Context: an optimization exercise on an open-source flow, tuned for small area and a short achievable clock period. The choices shown serve that exercise and are no tape-out recipe. RTL that was checked went through simulation tests only; none was proved equivalent to the original. Only the layout flow was run in runs 2 and 4; the RTL was not checked for function there. Power figures rest on the tool's default switching activity, not on a simulated workload.

**flow/flow/run.sh**
```bash
#!/bin/bash
# Standard synthesis, then:
#  1. the combinational logic of the standard netlist is mapped again by ABC
#     with an area-oriented script (flow/remap.abc); the flip-flops are kept
#     as they are, with their names and cell types;
#  2. the standard layout steps, with the port buffers a plain buffer cell
#     (flow/bufcell.txt) instead of the delay cell buffer_ports picks by
#     default, timing repair working to a setup slack margin
#     (flow/margin.txt), and max slew / capacitance repaired once more after
#     global route's timing repair (flow/grt_post.tcl); timing is repaired
#     only after global route, not already after CTS.
# Each tool's full output goes to a log file in this folder.
set -euo pipefail
MARGIN=$(cat flow/margin.txt)
BUFCELL=$(cat flow/bufcell.txt)
HERE=$(pwd)

bash standard.sh synth > synth.log 2>&1

R=$HERE/orfs/results/$FLOW_PLATFORM/acc_convert/base
L=$HERE/orfs/logs/$FLOW_PLATFORM/acc_convert/base
LIB=$FLOW_HOME/platforms/$FLOW_PLATFORM/lib/sky130_fd_sc_hd__tt_025C_1v80.lib
DONT=$(grep -o -- "-dont_use [A-Za-z0-9_]*" $L/1_2_yosys.log | sort -u | tr '\n' ' ')
cp $R/1_2_yosys.v $R/1_2_yosys_standard.v
KEEP=""
for c in $(grep -o "sky130_fd_sc_hd__\(df\|dl\|sdf\|edf\)[a-z0-9_]*" $R/1_2_yosys_standard.v | sort -u); do
  KEEP="$KEEP
setattr -mod -set keep_hierarchy 1 $c"
done
cat > remap.ys <<EOT
read_liberty -ignore_miss_func $LIB
read_verilog $R/1_2_yosys_standard.v
hierarchy -top $FLOW_TOP
$KEEP
flatten
opt_clean
abc -script $HERE/flow/remap.abc -liberty $LIB $DONT -D 4000
opt_clean -purge
hilomap -singleton -hicell sky130_fd_sc_hd__conb_1 HI -locell sky130_fd_sc_hd__conb_1 LO
insbuf -buf sky130_fd_sc_hd__buf_4 A X
select $FLOW_TOP
tee -o $HERE/remap_stat.txt stat -liberty $LIB
write_verilog -noattr -nohex -nodec -selected $R/1_2_yosys.v
EOT
YOSYS=$(command -v yosys || echo $FLOW_HOME/../tools/install/yosys/bin/yosys)
$YOSYS -s remap.ys > remap.log 2>&1
rm -f $R/1_synth.odb $R/1_synth.sdc

bash standard.sh SETUP_SLACK_MARGIN=$MARGIN "BUFFER_PORTS_ARGS=-buffer_cell $BUFCELL" \
  POST_GLOBAL_ROUTE_TCL=$HERE/flow/grt_post.tcl SKIP_CTS_REPAIR_TIMING=1 finish > layout.log 2>&1
```
**flow/flow/bufcell.txt**
```
sky130_fd_sc_hd__buf_1
```
**flow/flow/grt_post.tcl**
```tcl
# Runs at the end of ORFS's global route step (POST_GLOBAL_ROUTE_TCL).
# Timing repair can leave a driver over its max slew or capacitance (a
# cloned gate's loads, say); repair those once more on the global-route
# parasitics, then legalize and reroute the changed nets, as the global
# route step itself does after its own repairs.
estimate_parasitics -global_routing
repair_design_helper
global_route -start_incremental
detailed_placement
global_route -end_incremental
estimate_parasitics -global_routing
write_guides $::env(RESULTS_DIR)/route.guide
```
**flow/flow/margin.txt**
```
16
```
**flow/flow/remap.abc**
```
strash
&get -n
&synch2
&put
dch -f
map -a
strash
dch -f
map -a
topo
stime -c
buffer -c
upsize -c
dnsize -c
```
**flow/standard.sh**
```bash
#!/bin/bash
# synth_recipe.tcl (not shown) runs the flow's synth.tcl, then flattens the netlist and writes it again
# the make line also repeats each setting of config.mk as NAME=value (left out here)
make -C /OpenROAD-flow-scripts/flow DESIGN_CONFIG=/design/flow/config.mk WORK_HOME=/design/flow/orfs CLKGATE_MAP_FILE= SYNTH_SCRIPT=/design/flow/synth_recipe.tcl "${@:-finish}"
```
**flow/config.mk**
```make
export PLATFORM = sky130hd
export DESIGN_NAME = acc_convert
export DESIGN_NICKNAME = acc_convert
export VERILOG_FILES = /design/flow/design.v
export SDC_FILE = /design/flow/constraint.sdc
export NUM_CORES = 4
export LEC_CHECK = 0
export ABC_AREA = 1
export CAP_MARGIN = 20
export CORE_MARGIN = 2
export CORE_UTILIZATION = 35
export SLEW_MARGIN = 20
```
**flow/constraint.sdc**
```tcl
create_clock -name core_clock -period 25.0 [get_ports {clk}]
set_input_delay 5.0000 -clock core_clock [delete_from_list [all_inputs] [get_ports {clk}]]
set_output_delay 5.0000 -clock core_clock [all_outputs]
set_load 0.01 [all_outputs]
```
**flow/design.v**
```verilog
module acc_convert (
    input             clk,
    input             rst,
    input             in_valid,
    input      [1:0]  op,
    input             sat,
    input      [5:0]  sh,
    input      [71:0] acc_in,
    input      [31:0] d_in,
    output reg        out_valid,
    output     [31:0] d_out,
    output     [71:0] acc_out,
    output            flag_v,
    output            flag_av
);
    integer i, l;
    genvar  g;
    wire neg = acc_in[71];
    wire [5:0]   sh_m33 = sh - 6'd33;
    wire [71:0]  sent   = sh[5] & (sh != 6'd32) ? (72'd1 << sh_m33) : 72'd0;
    wire [127:0] lz_in  = {56'd0, (acc_in ^ {72{neg}}) | sent};
    wire [63:0] v1;  wire [63:0]  p1;
    wire [31:0] v2;  wire [63:0]  p2;
    wire [15:0] v3;  wire [47:0]  p3;
    wire [7:0]  v4;  wire [31:0]  p4;
    wire [3:0]  v5;  wire [19:0]  p5;
    wire [1:0]  v6;  wire [11:0]  p6;
    wire [6:0]  p;
    generate
        for (g = 0; g < 64; g = g + 1) begin : l1
            assign v1[g] = lz_in[2*g+1] | lz_in[2*g];
            assign p1[g] = lz_in[2*g+1];
        end
        for (g = 0; g < 32; g = g + 1) begin : l2
            assign v2[g] = v1[2*g+1] | v1[2*g];
            assign p2[2*g+1:2*g] = v1[2*g+1] ? {1'b1, p1[2*g+1]} : {1'b0, p1[2*g]};
        end
        for (g = 0; g < 16; g = g + 1) begin : l3
            assign v3[g] = v2[2*g+1] | v2[2*g];
            assign p3[3*g+2:3*g] = v2[2*g+1] ? {1'b1, p2[4*g+3:4*g+2]} : {1'b0, p2[4*g+1:4*g]};
        end
        for (g = 0; g < 8; g = g + 1) begin : l4
            assign v4[g] = v3[2*g+1] | v3[2*g];
            assign p4[4*g+3:4*g] = v3[2*g+1] ? {1'b1, p3[6*g+5:6*g+3]} : {1'b0, p3[6*g+2:6*g]};
        end
        for (g = 0; g < 4; g = g + 1) begin : l5
            assign v5[g] = v4[2*g+1] | v4[2*g];
            assign p5[5*g+4:5*g] = v4[2*g+1] ? {1'b1, p4[8*g+7:8*g+4]} : {1'b0, p4[8*g+3:8*g]};
        end
        for (g = 0; g < 2; g = g + 1) begin : l6
            assign v6[g] = v5[2*g+1] | v5[2*g];
            assign p6[6*g+5:6*g] = v5[2*g+1] ? {1'b1, p5[10*g+9:10*g+5]} : {1'b0, p5[10*g+4:10*g]};
        end
    endgenerate
    assign p = v6[1] ? {1'b1, p6[11:6]} : {1'b0, p6[5:0]};
    wire [6:0]  amt = op[0] ? p : ({1'b0, sh} + 7'd22);
    wire [94:0] x0 = {acc_in, 23'd0};
    wire [95:0] x6 = amt[6] ? {{65{neg}}, x0[94:64]} : {neg, x0};
    wire [63:0] x5 = amt[5] ? x6[95:32] : x6[63:0];
    wire [47:0] x4 = amt[4] ? x5[63:16] : x5[47:0];
    wire [39:0] x3 = amt[3] ? x4[47:8]  : x4[39:0];
    wire [35:0] x2 = amt[2] ? x3[39:4]  : x3[35:0];
    wire [33:0] x1 = amt[1] ? x2[35:2]  : x2[33:0];
    wire [32:0] R  = amt[0] ? x1[33:1]  : x1[32:0];
    wire        st = (amt[6] & (|x0[63:0])) | (amt[5] & (|x6[31:0])) |
                     (amt[4] & (|x5[15:0])) | (amt[3] & (|x4[7:0]))  |
                     (amt[2] & (|x3[3:0]))  | (amt[1] & (|x2[1:0]))  |
                     (amt[0] & x1[0]);
    wire        rnd_d = R[0] & (~neg | st);
    wire        ex_d  = ~R[0] & ~st;
    wire [23:0] mant  = d_in[23:0];
    wire        mneg  = d_in[23];
    wire [7:0]  S     = {{2{d_in[29]}}, d_in[29:24]} + {2'b00, sh};
    wire [7:0]  S2    = S + 8'd2;                  
    wire [6:0]  k     = S2[7] ? 7'd0 : S2[6:0];
    reg  [23:0] therm;                             
    always @*
        for (i = 0; i < 24; i = i + 1)
            therm[i] = ($signed(S) <= 21 - i);
    wire        c     = (S[7] | (S[6:0] < 7'd23)) & (~mneg | (|(mant & therm)));
    wire [25:0] ga    = {{2{mneg}}, mant | therm};
    reg  [25:0] pa;                                
    always @* begin
        pa = {ga[24:0], 1'b1};
        for (l = 0; l < 5; l = l + 1)
            for (i = 0; i < 26; i = i + 1)
                if (((i >> l) & 1) == 1)
                    pa[i] = pa[i] & pa[((i >> l) << l) - 1];
    end
    wire [25:0] gc    = pa & {26{c}};
    wire [25:0] G     = ga ^ gc;
    wire [22:0] mx    = mant[22:0] ^ {23{mneg}};
    reg  [22:0] suf;                               
    always @* begin
        suf[22] = mx[22];
        for (i = 21; i >= 0; i = i - 1)
            suf[i] = suf[i+1] | mx[i];
    end
    wire [4:0]  r      = 5'd30 - S[4:0];
    wire        up_ovf = ($signed(S) >= 8'sd72) & suf[r];
    reg [50:0] X;
    reg        is_d, is_up;
    always @(posedge clk) begin
        if (rst)
            out_valid <= 1'b0;
        else
            out_valid <= in_valid;
        is_d  <= ~op[1];
        is_up <= op[1] & ~op[0];
        if (op[1])
            X <= {17'd0, up_ovf, k, G};
        else
            X <= {sat, op[0], neg, sh, p, ex_d, rnd_d, R};
    end
    wire [32:0] qR    = X[32:0];
    wire        rnd   = X[33];
    wire        exact = X[34];
    wire [6:0]  qp    = X[41:35];
    wire [5:0]  qs    = X[47:42];
    wire        qneg  = X[48];
    wire        qpk   = X[49];
    wire        qsat  = X[50];
    wire [7:0]  qD    = {1'b0, qp} - {2'b00, qs};
    wire [31:0] qW    = qR[32:1];
    reg  [31:0] wa;                                
    always @* begin
        wa = {qW[30:0], 1'b1};
        for (l = 0; l < 5; l = l + 1)
            for (i = 0; i < 32; i = i + 1)
                if (((i >> l) & 1) == 1)
                    wa[i] = wa[i] & wa[((i >> l) << l) - 1];
    end
    wire [31:0] rr    = qW ^ (wa & {32{rnd}});
    wire        dge32 = ~qD[7] & (qD[6] | qD[5]);
    wire        deq30 = (qD == 8'd30);
    wire        deq31 = (qD == 8'd31);
    wire        dge31 = dge32 | deq31;
    wire        ovf_pos = dge31 | (deq30 & (&qR[31:1]) & rnd);
    wire        ovf_neg = dge32 | (deq31 & ~(~qR[32] & (&qR[31:1]) & rnd));
    wire        mva_v   = qsat & (qneg ? ovf_neg : ovf_pos);
    wire [31:0] mva_d   = mva_v ? {qneg, {31{~qneg}}} : rr;
    wire [5:0]  e0       = qD[5:0] + 6'd1;
    wire [5:0]  e1       = qD[5:0] + 6'd2;
    wire        zc       = qneg & ~|qR[23:1] & exact;   
    wire        e31      = deq30;
    wire        pk_sat   = dge31 | (zc & e31);
    wire        pk_zero  = qneg ? (&qR[24:1] & rnd) : ~|qR[24:0];
    wire        pk_up    = ~qneg & rnd & (&qR[23:1]);  
    wire        inc_e    = zc | (pk_up & ~e31);
    wire [23:0] pk_m     = zc    ? 24'hC00000 :
                           pk_up ? {2'b01, {22{e31}}} : rr[23:0];
    wire [5:0]  pk_e     = inc_e ? e1 : e0;
    wire [31:0] pk_d     = pk_zero ? 32'd0 :
                           pk_sat  ? (qneg ? 32'h1F800001 : 32'h1F7FFFFF) :
                                     {2'b00, pk_e, pk_m};
    wire        pk_v     = pk_sat | (pk_up & e31);
    assign d_out   = ~is_d ? 32'd0 : qpk ? pk_d : mva_d;
    assign flag_v  = is_d & (qpk ? pk_v : mva_v);
    wire [25:0]  qG  = X[25:0] & {26{is_up}};
    wire [6:0]   qk  = X[32:26];
    wire         qav = X[33] & is_up;
    wire         qn  = qG[25];
    wire [127:0] P   = {{102{qn}}, qG} << qk;
    wire [71:0]  up_r = P[96:25];
    assign flag_av = qav;
    assign acc_out = qav ? {qn, {71{~qn}}} : up_r;
endmodule
```
==> impl_results.md, run 1 <==
* WHS Path Cells at 2
* Share of layout cells above drive strength 1 at 0.121
* Hold path endpoint: out_valid$_SDFF_PP0_
* TritonCTS Buffers at 5
* Vias per cell at 6.01
* # setup viols final at 0
* Crit-path max cell delay at 0.45 ns
* Cells after Synth at 2344
* CTS tree: built
* Drc violations at 0
* # port buffers at 220
* Post-Place Cells at 2946
* Clock Sinks at 54
* Hold crit path type: in -> reg
* Site Rows at 68
* Yosys warning count at 1
* Crit path max fanout at 18
* Die height at 190 um
* DP Wirelength at 51.4 mm
* First-iteration detailed-routing DRC count at 2285
* TNS Setup at 0 ns
* Mapped Nets at 2460
* Slew @ Worst Pin at 1.07 ns
* Worst vdd ir at 0.0000265 V
* Post-DRT Antenna Nets at 0
* Mapped Avg Cell Area at 5.19 um^2
* Status: finished clean
* Mapped Area at 12200 um^2
* Min-delay src: rst
* PnR Total Power at 705 uW
* RD Place Congestion at 1.03
* Nets at 2682
* Setup WS post-layout at 16.02 ns
* Max clock buf depth at 2
* Crit. End Element: flip-flop
* Worst path most repeated cell: buf_12
* Die X at 190 um
* CP startpoint kind: input port
* Global route overflow at 0
* Final Critical Period at 8.98 ns
* Required time of the critical path at 25.12 ns
* Initial antenna violation count at 5
* Worst Path Buf+Inv at 10
* Number of global-route vias before repair at 15600
* Vias at 18200
* CP Class: in -> reg
* Fin crit share at 0.359
* Area Growth Syn to Fin at 22.5%
* Mean routed wirelength per cell at 22.1 um
* Placement Setup Slack at 14.15 ns
* Starting Density at 0.354
* Die ar. at 36300 um^2
* Maxcap violations at 0
* H-tree levels at 2
* Largest net degree at the start of global routing at 70
* Worst hold slack at 4.84 ns
* Max Clk Rate at 111 MHz
* Worst path top cell family by delay: simple AND/OR/NAND/NOR gates
* Layout Cells excl Fill at 3025
* Fillers at 3901
* Final Max Slew Viols at 0
* Total Routed Length at 66.8 mm
* PwrDens at 47.3 nW/um^2
* First-pass GRT wire length at 94.0 mm
* Clock-pin slew on the worst setup and hold paths at 0.07 ns
* Static leakage at 6.29 nW
* GRT Total Usage at 0.333
* Final Hold Viols at 0
* Core area at 34400 um^2
* Rel. slew slack at 0.278
* Drt first pass iters at 6
* Max stage delay cell, worst path: o41ai_2
* CTS Root Cell: clkbuf_16
* Worst EP arrival at 9.10 ns
* Ports at 223
==> metal layers <==
metal | vias up | track usage | wire (um)
met2 | 1071 | 0.530 | 29200
met1 | 8463 | 0.477 | 29100
met3 | 131 | 0.0379 | 6580
li1 | 8512 | - | -
met5 | - | 0 | 0
met4 | 0 | 0.0814 | 1880
==> sequential cells by signal, summed over array words and instances (netlist names) <==
signal	count
X	51
is_d	1
is_up	1
out_valid	1
==> area by class of cell <==
| cell class | count | area [um^2] | area share |
|---|---|---|---|
| clock inverters | 2 | 37.5 | 0.00252 |
| flip-flops and latches | 54 | 1090 | 0.0730 |
| repair inverters | 5 | 30.0 | 0.00201 |
| clock buffers | 6 | 129 | 0.00865 |
| multi-input cells | 1903 | 10100 | 0.679 |
| repair buffers | 297 | 1740 | 0.117 |
| inverters | 300 | 1180 | 0.0790 |
| well taps | 455 | 569 | 0.0382 |
| diodes | 3 | 7.51 | 0.000504 |
==> metrics by stage <==
step | util | cell area, um^2
floorplan | - | 12200
global placement | 0.386 | 13300
detailed placement | 0.386 | 13300
CTS | 0.391 | 13400
finish | 0.434 | 14900
==> worst max-delay path by stage <==
stage | cells past startpoint | end | startpoint
2_1_floorplan | 24 | d_out[10] | X[42]$_SDFF_PP0_
3_3_place_gp | 24 | X[34]$_SDFF_PP0_ | acc_in[71]
3_5_place_dp | 24 | X[34]$_SDFF_PP0_ | acc_in[71]
4_1_cts | 24 | X[34]$_SDFF_PP0_ | acc_in[71]
6_report | 26 | X[33]$_DFF_P_ | acc_in[71]
==> power breakdown <==
part	total (mW)	internal, mW	switching, mW
logic	0.505	0.152	0.353
clock network	0.0788	0.0473	0.0314
registers	0.121	0.0982	0.0226
total	0.705	0.298	0.407
==> cells in the final DEF (no fill, tap or decap), types with 7 or more instances in the layout <==
| cell | instances |
|---|---|
| nor2_2 | 22 |
| o21ai_1 | 38 |
| xor2_1 | 7 |
| a21oi_4 | 7 |
| nor3_1 | 48 |
| inv_2 | 29 |
| nor2_4 | 21 |
| inv_1 | 255 |
| buf_1 | 207 |
| o21ai_0 | 340 |
| or2_2 | 15 |
| nand3_1 | 49 |
| nand2_2 | 9 |
| buf_4 | 52 |
| clkinvlp_4 | 8 |
| o32ai_1 | 7 |
| o22ai_1 | 33 |
| clkbuf_16 | 16 |
| a21oi_2 | 15 |
| dfxtp_1 | 48 |
| a21oi_1 | 200 |
| nand2_1 | 458 |
| o31ai_1 | 14 |
| a31oi_1 | 22 |
| o221ai_1 | 7 |
| clkbuf_2 | 11 |
| a22oi_1 | 52 |
| nand4_1 | 22 |
| buf_6 | 7 |
| a221oi_1 | 7 |
| buf_12 | 8 |
| nor2_1 | 332 |
| o21a_1 | 7 |
| o21ai_2 | 14 |
| mux2i_1 | 20 |
| nor4_1 | 19 |
| o211ai_1 | 16 |
==> run 2, diff against run 1 <==
--- a/flow/design.v
+++ b/flow/design.v
@@ -101,3 +101,3 @@
     reg [50:0] X;
-    reg        is_d, is_up;
+    reg        is_d;
     always @(posedge clk) begin
@@ -107,8 +107,8 @@
             out_valid <= in_valid;
-        is_d  <= ~op[1];
-        is_up <= op[1] & ~op[0];
-        if (op[1])
-            X <= {17'd0, up_ovf, k, G};
-        else
-            X <= {sat, op[0], neg, sh, p, ex_d, rnd_d, R};
+        is_d <= ~op[1];
+        case (op)
+            2'd2:    X <= {17'd0, up_ovf, k, G};
+            2'd3:    X <= 51'd0;
+            default: X <= {sat, op[0], neg, sh, p, ex_d, rnd_d, R};
+        endcase
     end
@@ -158,5 +158,5 @@
     assign flag_v  = is_d & (qpk ? pk_v : mva_v);
-    wire [25:0]  qG  = X[25:0] & {26{is_up}};
+    wire [25:0]  qG  = X[25:0] & {26{~is_d}};
     wire [6:0]   qk  = X[32:26];
-    wire         qav = X[33] & is_up;
+    wire         qav = X[33] & ~is_d;
     wire         qn  = qG[25];
--- a/flow/flow/run.sh
+++ b/flow/flow/run.sh
@@ -9,4 +9,3 @@
 #     (flow/margin.txt), and max slew / capacitance repaired once more after
-#     global route's timing repair (flow/grt_post.tcl); timing is repaired
-#     only after global route, not already after CTS.
+#     global route's timing repair (flow/grt_post.tcl).
 # Each tool's full output goes to a log file in this folder.
@@ -49,2 +48,2 @@
 bash standard.sh SETUP_SLACK_MARGIN=$MARGIN "BUFFER_PORTS_ARGS=-buffer_cell $BUFCELL" \
-  POST_GLOBAL_ROUTE_TCL=$HERE/flow/grt_post.tcl SKIP_CTS_REPAIR_TIMING=1 finish > layout.log 2>&1
+  POST_GLOBAL_ROUTE_TCL=$HERE/flow/grt_post.tcl finish > layout.log 2>&1
==> impl_results.md, run 2 <==
* # setup viols final at 0
* Worst setup path end: X[23]$_DFF_P_
* Slew @ Worst Pin at 1.04 ns
* Status: finished clean
* Final Critical Period at 9.76 ns
* Internal power at 306 uW
* Crit-path max cell delay at 0.32 ns
* Starting Density at 0.354
* CTS tree: built
* Combinational share of power at 0.754
* CP Class: in -> reg
* DP Wirelength at 53.7 mm
* # resized after CTS at 135
* Final Hold Viols at 0
* # port buffers at 220
* Crit. End Element: flip-flop
* TNS Setup at 0 ns
* TritonCTS Buffers at 5
* Static leakage at 6.67 nW
* Die X at 193 um
* Post-DRT Antenna Nets at 0
* Total Routed Length at 69.4 mm
* Fillers at 4084
* Register share of total power at 0.153
* Area Growth Syn to Fin at 26.7%
* RD Place Congestion at 0.993
* Max stage delay cell, worst path: a32o_2
* PnR Total Power at 754 uW
* CTS Root Cell: clkbuf_16
* Number of global-route vias before repair at 16700
* Worst vdd ir at 0.0000330 V
* CP startpoint: sh[3]
* Drc violations at 0
* Clock-pin slew on the worst setup and hold paths at 0.07 ns
* Ports at 223
* First-iteration detailed-routing DRC count at 1990
* Worst path top cell family by delay: simple AND/OR/NAND/NOR gates
* Nets at 2829
* Global route overflow at 0
* Post-CTS Setup Repair Bufs at 47
* H-tree levels at 2
* Yosys warning count at 1
* Die height at 193 um
* Crit path max fanout at 8
* Vias per cell at 6.05
* Commonest non-fill, non-tap cell in the layout: nand2_1
* Site Rows at 69
* PwrDens at 47.6 nW/um^2
* Die ar. at 37300 um^2
* Mean routed wirelength per cell at 21.9 um
* Initial antenna violation count at 2
* Mapped Nets at 2571
* Max reg flops at 51
* WP depth at 37
* Hold crit path type: in -> reg
* GRT Total Usage at 0.344
* Share of layout cells above drive strength 1 at 0.138
* Mapped Avg Cell Area at 5.10 um^2
* Worst Path Buf+Inv at 8
* Final Max Slew Viols at 0
* Cts hold-fix bufs at 0
* Largest net degree at the start of global routing at 62
* Commonest non-fill, non-tap cells in the layout: nand2_1 (501), o21ai_0 (356), nor2_1 (314), inv_1 (296), a21oi_1 (213)
* Worst path most repeated cell: nand2_2
* P_sw at 448 uW
* # diodes at 0
* Max clock buf depth at 2
* Worst EP arrival at 9.93 ns
* Required time of the critical path at 25.17 ns
* CP startpoint kind: input port
* Clock Power Share at 0.092
* Switch share at 0.594
* Vias at 19200
* Cells after Synth at 2455
* Fin crit share at 0.390
* Clock Sinks at 53
* Maxcap violations at 0
* First-pass GRT wire length at 99.0 mm
* Max Clk Rate at 102 MHz
* Mapped Area at 12500 um^2
* Drt first pass iters at 6
* Rel. slew slack at 0.301
* Largest registers: X (51), is_d (1), out_valid (1)
* Biggest register: X
* Core area at 35400 um^2
[run 2: cell types whose count changed in the layout (fill, tap and decap cells not counted), sizes merged, moves of 11 or more]
cell / change
buf: +46
a21oi: +11
nand2: +55
nand3: +28
a22oi: -35
o22ai: +14
inv: +30
o211ai: +15
[run 2: how the worst min path moves through the flow]
stage / start / to / depth (start not counted)
3_3_place_gp: rst / out_valid$_SDFF_PP0_ / 2
2_1_floorplan: op[1] / X[50]$_DFF_P_ / 1
3_5_place_dp: rst / out_valid$_SDFF_PP0_ / 2
6_report: rst / out_valid$_SDFF_PP0_ / 2
4_1_cts: rst / out_valid$_SDFF_PP0_ / 2
[run 2: layout make-up]
| class | count | area (um^2) | share of cell area |
|---|---|---|---|
| sequential | 53 | 1070 | 0.0672 |
| inverter | 337 | 1380 | 0.0869 |
| timing repair buffer | 334 | 2040 | 0.128 |
| timing repair inverter | 8 | 55.1 | 0.00347 |
| multi-input combinational | 1974 | 10600 | 0.668 |
| tap | 461 | 577 | 0.0364 |
| clock buffer | 5 | 125 | 0.00789 |
| clock inverter | 3 | 28.8 | 0.00182 |
[run 2: per-stage QoR]
| stage | hold WS [ns] | setup slack [ns] | util | area [um^2] | instances |
|---|---|---|---|---|---|
| floorplan | 5.07 | 15.71 | - | 12500 | 2455 |
| CTS | 4.85 | 14.99 | 0.419 | 14800 | 3130 |
| detailed placement | 5.16 | 13.83 | 0.389 | 13800 | 3068 |
| global placement | 5.16 | 13.76 | 0.389 | 13800 | 3068 |
| finish | 4.86 | 15.24 | 0.448 | 15900 | 3175 |
[run 2: routing by layer]
layer	vias to the layer above	global-route usage	share of wire
met2	1155	0.570	0.45
met3	177	0.0427	0.099
met4	2	0.131	0.044
met5	-	0	0.00019
met1	8966	0.455	0.41
li1	8900	-	-
[run 2: power by group through the flow]
stage / logic (mW) / clock network [mW] / registers, mW
after detailed placement: 0.498 / 0 / 0.116
after CTS: 0.524 / 0.0712 / 0.114
final: 0.569 / 0.0697 / 0.115
after floorplan: 0.317 / 0 / 0.113
after global placement: 0.497 / 0 / 0.115
==> run 3, diff against run 2 <==
--- a/flow/design.v
+++ b/flow/design.v
@@ -68,4 +68,2 @@
                      (amt[0] & x1[0]);
-    wire        rnd_d = R[0] & (~neg | st);
-    wire        ex_d  = ~R[0] & ~st;
     wire [23:0] mant  = d_in[23:0];
@@ -100,3 +98,3 @@
     wire        up_ovf = ($signed(S) >= 8'sd72) & suf[r];
-    reg [50:0] X;
+    reg [49:0] X;
     reg        is_d;
@@ -109,5 +107,5 @@
         case (op)
-            2'd2:    X <= {17'd0, up_ovf, k, G};
-            2'd3:    X <= 51'd0;
-            default: X <= {sat, op[0], neg, sh, p, ex_d, rnd_d, R};
+            2'd2:    X <= {16'd0, up_ovf, k, G};
+            2'd3:    X <= 50'd0;
+            default: X <= {sat, op[0], neg, sh, p, st, R};
         endcase
@@ -115,10 +113,10 @@
     wire [32:0] qR    = X[32:0];
-    wire        rnd   = X[33];
-    wire        exact = X[34];
-    wire [6:0]  qp    = X[41:35];
-    wire [5:0]  qs    = X[47:42];
-    wire        qneg  = X[48];
-    wire        qpk   = X[49];
-    wire        qsat  = X[50];
+    wire        qst   = X[33];
+    wire [6:0]  qp    = X[40:34];
+    wire [5:0]  qs    = X[46:41];
+    wire        qneg  = X[47];
+    wire        qpk   = X[48];
+    wire        qsat  = X[49];
     wire [7:0]  qD    = {1'b0, qp} - {2'b00, qs};
+    wire        rnd   = qR[0] & (~qneg | qst);
     wire [31:0] qW    = qR[32:1];
@@ -143,2 +141,3 @@
     wire [5:0]  e1       = qD[5:0] + 6'd2;
+    wire        exact    = ~qR[0] & ~qst;
     wire        zc       = qneg & ~|qR[23:1] & exact;   
@@ -146,4 +145,4 @@
     wire        pk_sat   = dge31 | (zc & e31);
-    wire        pk_zero  = qneg ? (&qR[24:1] & rnd) : ~|qR[24:0];
-    wire        pk_up    = ~qneg & rnd & (&qR[23:1]);  
+    wire        pk_zero  = qneg ? (&qR[24:1] & qR[0] & qst) : ~|qR[24:0];
+    wire        pk_up    = ~qneg & rr[23];            
     wire        inc_e    = zc | (pk_up & ~e31);
==> impl_results.md, run 3 <==
* CP startpoint kind: input port
* Slew @ Worst Pin at 1.04 ns
* Global route overflow at 0
* TritonCTS Buffers at 5
* Yosys warning count at 1
* Starting Density at 0.358
* First-pass GRT wire length at 94.4 mm
* Site Rows at 67
* Core area at 33700 um^2
* Crit. End Element: flip-flop
* Vias per cell at 6.05
* Fillers at 3745
* # resized after CTS at 144
* Vias at 18500
* Worst EP arrival at 9.15 ns
* CP Class: in -> reg
* Rel. slew slack at 0.302
* Total Routed Length at 65.6 mm
* Initial antenna violation count at 1
* Max clock buf depth at 2
* Cts hold-fix bufs at 0
* Area Growth Syn to Fin at 31.5%
* Worst path most repeated cell: inv_2
* Fin crit share at 0.359
* M1 wire length at 26.5 mm
* Mapped Area at 12100 um^2
* First-iteration detailed-routing DRC count at 2552
* GRT Total Usage at 0.334
* Met3 WL post-DR at 7.66 mm
* Cells after Synth at 2315
* Commonest non-fill, non-tap cell in the layout: nand2_1
* TNS Setup at 0 ns
* Post-CTS Setup Repair Bufs at 38
* Crit-path max cell delay at 0.26 ns
* Max reg flops at 50
* Worst path top cell family by delay: simple AND/OR/NAND/NOR gates
* Post-DRT Antenna Nets at 0
* Required time of the critical path at 25.17 ns
* Commonest non-fill, non-tap cells in the layout: nand2_1 (410), nor2_1 (307), o21ai_0 (297), inv_1 (286), buf_1 (189)
* H-tree levels at 2
* Met2 wire length at 29.0 mm
* Final Hold Viols at 0
* # diodes at 0
* Final Critical Period at 8.98 ns
* Max stage delay cell, worst path: nor2_2
* Share of layout cells above drive strength 1 at 0.178
* # port buffers at 220
* Drt first pass iters at 8
* Final Max Slew Viols at 0
* CP startpoint: sh[1]
* Drc violations at 0
* Min-delay src: rst
* Nets at 2731
* Die X at 190 um
* CTS tree: built
* Max Clk Rate at 111 MHz
* Mapped Nets at 2431
* Die height at 190 um
* Clock-pin slew on the worst setup and hold paths at 0.07 ns
* Ports at 223
* Die ar. at 36000 um^2
* Number of global-route vias before repair at 16300
* Status: finished clean
* Clock Sinks at 52
* Worst Path Buf+Inv at 11
* Biggest register: X
* Mean routed wirelength per cell at 21.4 um
* # setup viols final at 0
* DP Wirelength at 50.0 mm
* Worst hold slack at 4.84 ns
* RD Place Congestion at 1.06
* Worst vdd ir at 0.0000282 V
* PwrDens at 47.2 nW/um^2
* Largest registers: X (50), is_d (1), out_valid (1)
* Highest Signal Layer: met5
* Fin util at 0.471
* Crit path max fanout at 8
* Static leakage at 6.76 nW
* CTS Root Cell: clkbuf_16
* Maxcap violations at 0
* Largest net degree at the start of global routing at 58
* Mapped Avg Cell Area at 5.21 um^2
* PnR Total Power at 749 uW
* Hold crit path type: in -> reg
[run 3: cell types whose count changed in the layout (fill, tap and decap cells not counted), moves of 19 or more]
cell,delta
o221ai_1,+19
a22oi_1,+34
buf_4,+36
nand2_1,-91
o21ai_0,-59
a21oi_1,-44
nand3_1,-33
[run 3: path summary, 6_finish.rpt]
| check | end | slack (ns) | cells after the start |
|---|---|---|---|
| setup / recovery | X[24]$_DFF_P_ | 16.02 | 32 |
| hold / removal | out_valid$_SDFF_PP0_ | 4.84 | 2 |
[run 3: area by class of cell]
class	instances	area [um^2]	area share
multi-input combinational	1829	10300	0.648
timing repair buffer	376	2380	0.150
inverter	348	1420	0.0895
sequential	52	1050	0.0663
tap	448	561	0.0353
clock buffer	5	125	0.00789
clock inverter	3	26.3	0.00166
timing repair inverter	3	17.5	0.00110
[run 3: routing by layer]
layer  vias up  track usage
met2      1235        0.543
met3       184       0.0574
met5         -            0
met4         2        0.106
met1      8524        0.448
li1       8602            -
[run 3: through the flow]
step                setup slack (ns)  cells  cell area [um^2]
floorplan                      16.50   2315             12100
global placement               13.90   2920             13300
detailed placement             13.95   2920             13300
CTS                            16.00   2971             14300
finish                         16.02   3064             15900
[run 3: report_power, final]
group	internal, mW	switching (mW)
Sequential	0.0946	0.0183
Clock	0.0378	0.0323
Combinational	0.182	0.385
Total	0.314	0.435
==> run 4, diff against run 3 <==
--- a/flow/design.v
+++ b/flow/design.v
@@ -55,2 +55,17 @@
     assign p = v6[1] ? {1'b1, p6[11:6]} : {1'b0, p6[5:0]};
+    wire [7:0] da = {1'b0, p};
+    wire [7:0] db = ~{2'b00, sh};
+    reg  [7:0] dg, dp;                             
+    always @* begin
+        dg = da & db;
+        dp = da ^ db;
+        dg[0] = dg[0] | dp[0];                     
+        for (l = 0; l < 3; l = l + 1)
+            for (i = 0; i < 8; i = i + 1)
+                if (((i >> l) & 1) == 1) begin
+                    dg[i] = dg[i] | (dp[i] & dg[((i >> l) << l) - 1]);
+                    dp[i] = dp[i] & dp[((i >> l) << l) - 1];
+                end
+    end
+    wire [7:0] D = (da ^ db) ^ {dg[6:0], 1'b1};
     wire [6:0]  amt = op[0] ? p : ({1'b0, sh} + 7'd22);
@@ -98,3 +113,3 @@
     wire        up_ovf = ($signed(S) >= 8'sd72) & suf[r];
-    reg [49:0] X;
+    reg [44:0] X;
     reg        is_d;
@@ -107,5 +122,5 @@
         case (op)
-            2'd2:    X <= {16'd0, up_ovf, k, G};
-            2'd3:    X <= 50'd0;
-            default: X <= {sat, op[0], neg, sh, p, st, R};
+            2'd2:    X <= {11'd0, up_ovf, k, G};
+            2'd3:    X <= 45'd0;
+            default: X <= {sat, op[0], neg, D, st, R};
         endcase
@@ -114,8 +129,6 @@
     wire        qst   = X[33];
-    wire [6:0]  qp    = X[40:34];
-    wire [5:0]  qs    = X[46:41];
-    wire        qneg  = X[47];
-    wire        qpk   = X[48];
-    wire        qsat  = X[49];
-    wire [7:0]  qD    = {1'b0, qp} - {2'b00, qs};
+    wire [7:0]  qD    = X[41:34];
+    wire        qneg  = X[42];
+    wire        qpk   = X[43];
+    wire        qsat  = X[44];
     wire        rnd   = qR[0] & (~qneg | qst);
@@ -157,5 +170,5 @@
     assign flag_v  = is_d & (qpk ? pk_v : mva_v);
-    wire [25:0]  qG  = X[25:0] & {26{~is_d}};
+    wire [25:0]  qG  = X[25:0];
     wire [6:0]   qk  = X[32:26];
-    wire         qav = X[33] & ~is_d;
+    wire         qav = X[33];
     wire         qn  = qG[25];
@@ -163,4 +176,5 @@
     wire [71:0]  up_r = P[96:25];
-    assign flag_av = qav;
-    assign acc_out = qav ? {qn, {71{~qn}}} : up_r;
+    assign flag_av = ~is_d & qav;
+    assign acc_out = is_d ? 72'd0 :
+                     qav ? {qn, {71{~qn}}} : up_r;
 endmodule
==> impl_results.md, run 4 <==
* Status: finished clean
* WHS Path Cells at 2
* Global route overflow at 0
* Hold path endpoint: out_valid$_SDFF_PP0_
* Yosys warning count at 1
* Worst EP arrival at 9.15 ns
* CTS Root Cell: clkbuf_16
* Post-Place Cells at 3015
* Mean routed wirelength per cell at 21.9 um
* Setup WS post-layout at 16.00 ns
* First-pass GRT wire length at 96.2 mm
* Slew @ Worst Pin at 1.05 ns
* Final Max Slew Viols at 0
* Maxcap violations at 0
* Cells after Synth at 2403
* Cts hold-fix bufs at 0
* Crit path max fanout at 8
* Core area at 33700 um^2
* Final Critical Period at 9.00 ns
* Total Routed Length at 68.2 mm
* Mapped Avg Cell Area at 5.02 um^2
* CTS tree: built
* Worst path top cell family by delay: compound AO/OA/AOI/OAI gates
* Clock-pin slew on the worst setup and hold paths at 0.06 ns
* RD Place Congestion at 1.01
* Rel. slew slack at 0.302
* Register share of total power at 0.138
* CP Class: in -> reg
* H-tree levels at 2
* Worst path most repeated cell: inv_2
* Met2 usage at 0.569
* Max clock buf depth at 2
* Fin util at 0.458
* Die X at 190 um
* First-iteration detailed-routing DRC count at 2270
* Die height at 190 um
* TNS Setup at 0 ns
* Commonest non-fill, non-tap cells in the layout: nand2_1 (520), o21ai_0 (345), nor2_1 (294), inv_1 (278), buf_1 (209)
* GRT Total Usage at 0.344
* PwrDens at 48.2 nW/um^2
* Mapped Nets at 2519
* Starting Density at 0.358
* Final instance area at 15400 um^2
* Drt first pass iters at 7
* Placement Setup Slack at 14.43 ns
* Number of global-route vias before repair at 16200
* Required time of the critical path at 25.16 ns
* CP startpoint kind: input port
* Met3 usage at 0.0306
* Combinational share of power at 0.760
* Commonest non-fill, non-tap cell in the layout: nand2_1
* Nets at 2775
* Crit. End Element: flip-flop
* Clock Sinks at 47
* Max Clk Rate at 111 MHz
* TritonCTS Buffers at 5
* Layout Cells excl Fill at 3110
* Biggest register: X
* Max stage delay cell, worst path: a221oi_4
* Initial antenna violation count at 3
* Fin crit share at 0.360
* Vias per cell at 6.02
* Die ar. at 35900 um^2
* Post-CTS Setup Repair Bufs at 15
* Switch share at 0.589
* Area Growth Syn to Fin at 28.1%
* Final Hold Viols at 0
* Share of layout cells above drive strength 1 at 0.139
* Largest net degree at the start of global routing at 58
* Clock Power Share at 0.102
* Ports at 223
* Hold crit path type: in -> reg
* Max reg flops at 45
* Min-delay src: rst
* Static leakage at 6.47 nW
* Worst vdd ir at 0.0000290 V
* # port buffers at 220
* # resized after CTS at 126
* Vias at 18700
* P_sw at 438 uW
* Crit-path max cell delay at 0.28 ns
* Internal power at 306 uW
* Site Rows at 67
* Post-DRT Antenna Nets at 0
* DP Wirelength at 53.2 mm
* Largest registers: X (45), is_d (1), out_valid (1)
* Routing usage on met1 at 0.468
* Drc violations at 0
* Mapped Area at 12100 um^2
* # setup viols final at 0
* Grt peak-use layer: met2
* Worst Path Buf+Inv at 12
* Area post-placement at 13300 um^2
run 4: stage by stage:
step / power, mW / hold WS, ns
after floorplan: 0.412 / 5.07
after global placement: 0.591 / 5.16
after detailed placement: 0.590 / 5.15
after CTS: 0.685 / 4.85
final: 0.745 / 4.86
run 4: worst max path at each step:
stage               slack, ns            end           from  cells past startpoint
detailed placement      14.43   X[1]$_DFF_P_          sh[0]                     26
floorplan               16.37      d_out[29]  X[33]$_DFF_P_                     30
global placement        14.36   X[1]$_DFF_P_          sh[2]                     27
CTS                     16.00   X[2]$_DFF_P_          sh[2]                     27
finish                  16.00  X[20]$_DFF_P_          sh[0]                     33
run 4: routing by layer:
| metal | vias up | part of all wire |
|---|---|---|
| met5 | - | 0.00019 |
| met4 | 2 | 0.041 |
| met3 | 182 | 0.10 |
| met2 | 1162 | 0.45 |
| met1 | 8651 | 0.41 |
| li1 | 8711 | - |
run 4: power groups by stage:
| stage | Sequential [mW] | Combinational, mW | Clock (mW) |
|---|---|---|---|
| after floorplan | 0.105 | 0.308 | 0 |
| after global placement | 0.103 | 0.488 | 0 |
| after detailed placement | 0.103 | 0.487 | 0 |
| after CTS | 0.102 | 0.505 | 0.0779 |
| final | 0.103 | 0.566 | 0.0760 |
run 4: layout make-up:
class,count,area (um^2)
diodes,2,5.00
well taps,448,561
fillers,3815,18300
repair buffers,325,1990
clock inverters,2,38.8
inverters,340,1370
flip-flops and latches,47,951
clock buffers,6,139
multi-input cells,1937,10400
repair inverters,3,20.0

afterwards: timing with drivers on the ports:
No port has a modelled driver above. Below, the same layouts with a new extraction and two added sets of constraints.
Step 1 (the two cells are an assumption about what drives the block):
set clk [get_ports {clk}]
set_driving_cell -lib_cell sky130_fd_sc_hd__clkbuf_16 $clk
set_driving_cell -lib_cell sky130_fd_sc_hd__buf_2 [delete_from_list [all_inputs] $clk]
Step 2 moves the port delays by t, midway between the first and last clock arrival at a register: inputs arrive t later, outputs are due t later. That takes back most of the time a late clock gives input paths.
Slacks: ideal / step 1 / step 2; pairs: ideal / step 1.
| run | shift t [ns] | slack for setup (ns) | worst setup path after step 2 | latest minus earliest clock arrival (ns) | worst data-port slew with drivers (ns) |
|---|---|---|---|---|---|
| run 1 | 0.333 | 16.024 / 16.018 / 15.686 | input to register | 0.010 / 0.011 | 0.10 |
| run 2 | 0.326 | 15.241 / 15.219 / 14.894 | input to register | 0.007 / 0.007 | 0.07 |
| run 3 | 0.332 | 16.021 / 16.002 / 15.670 | input to register | 0.011 / 0.010 | 0.09 |
| run 4 | 0.312 | 16.004 / 15.967 / 15.655 | input to register | 0.004 / 0.004 | 0.10 |
After both steps setup and hold are still met in every run listed. The setup slack of run 3, which loses most, moves by -0.019 ns with the drivers and by -0.351 ns with both steps.
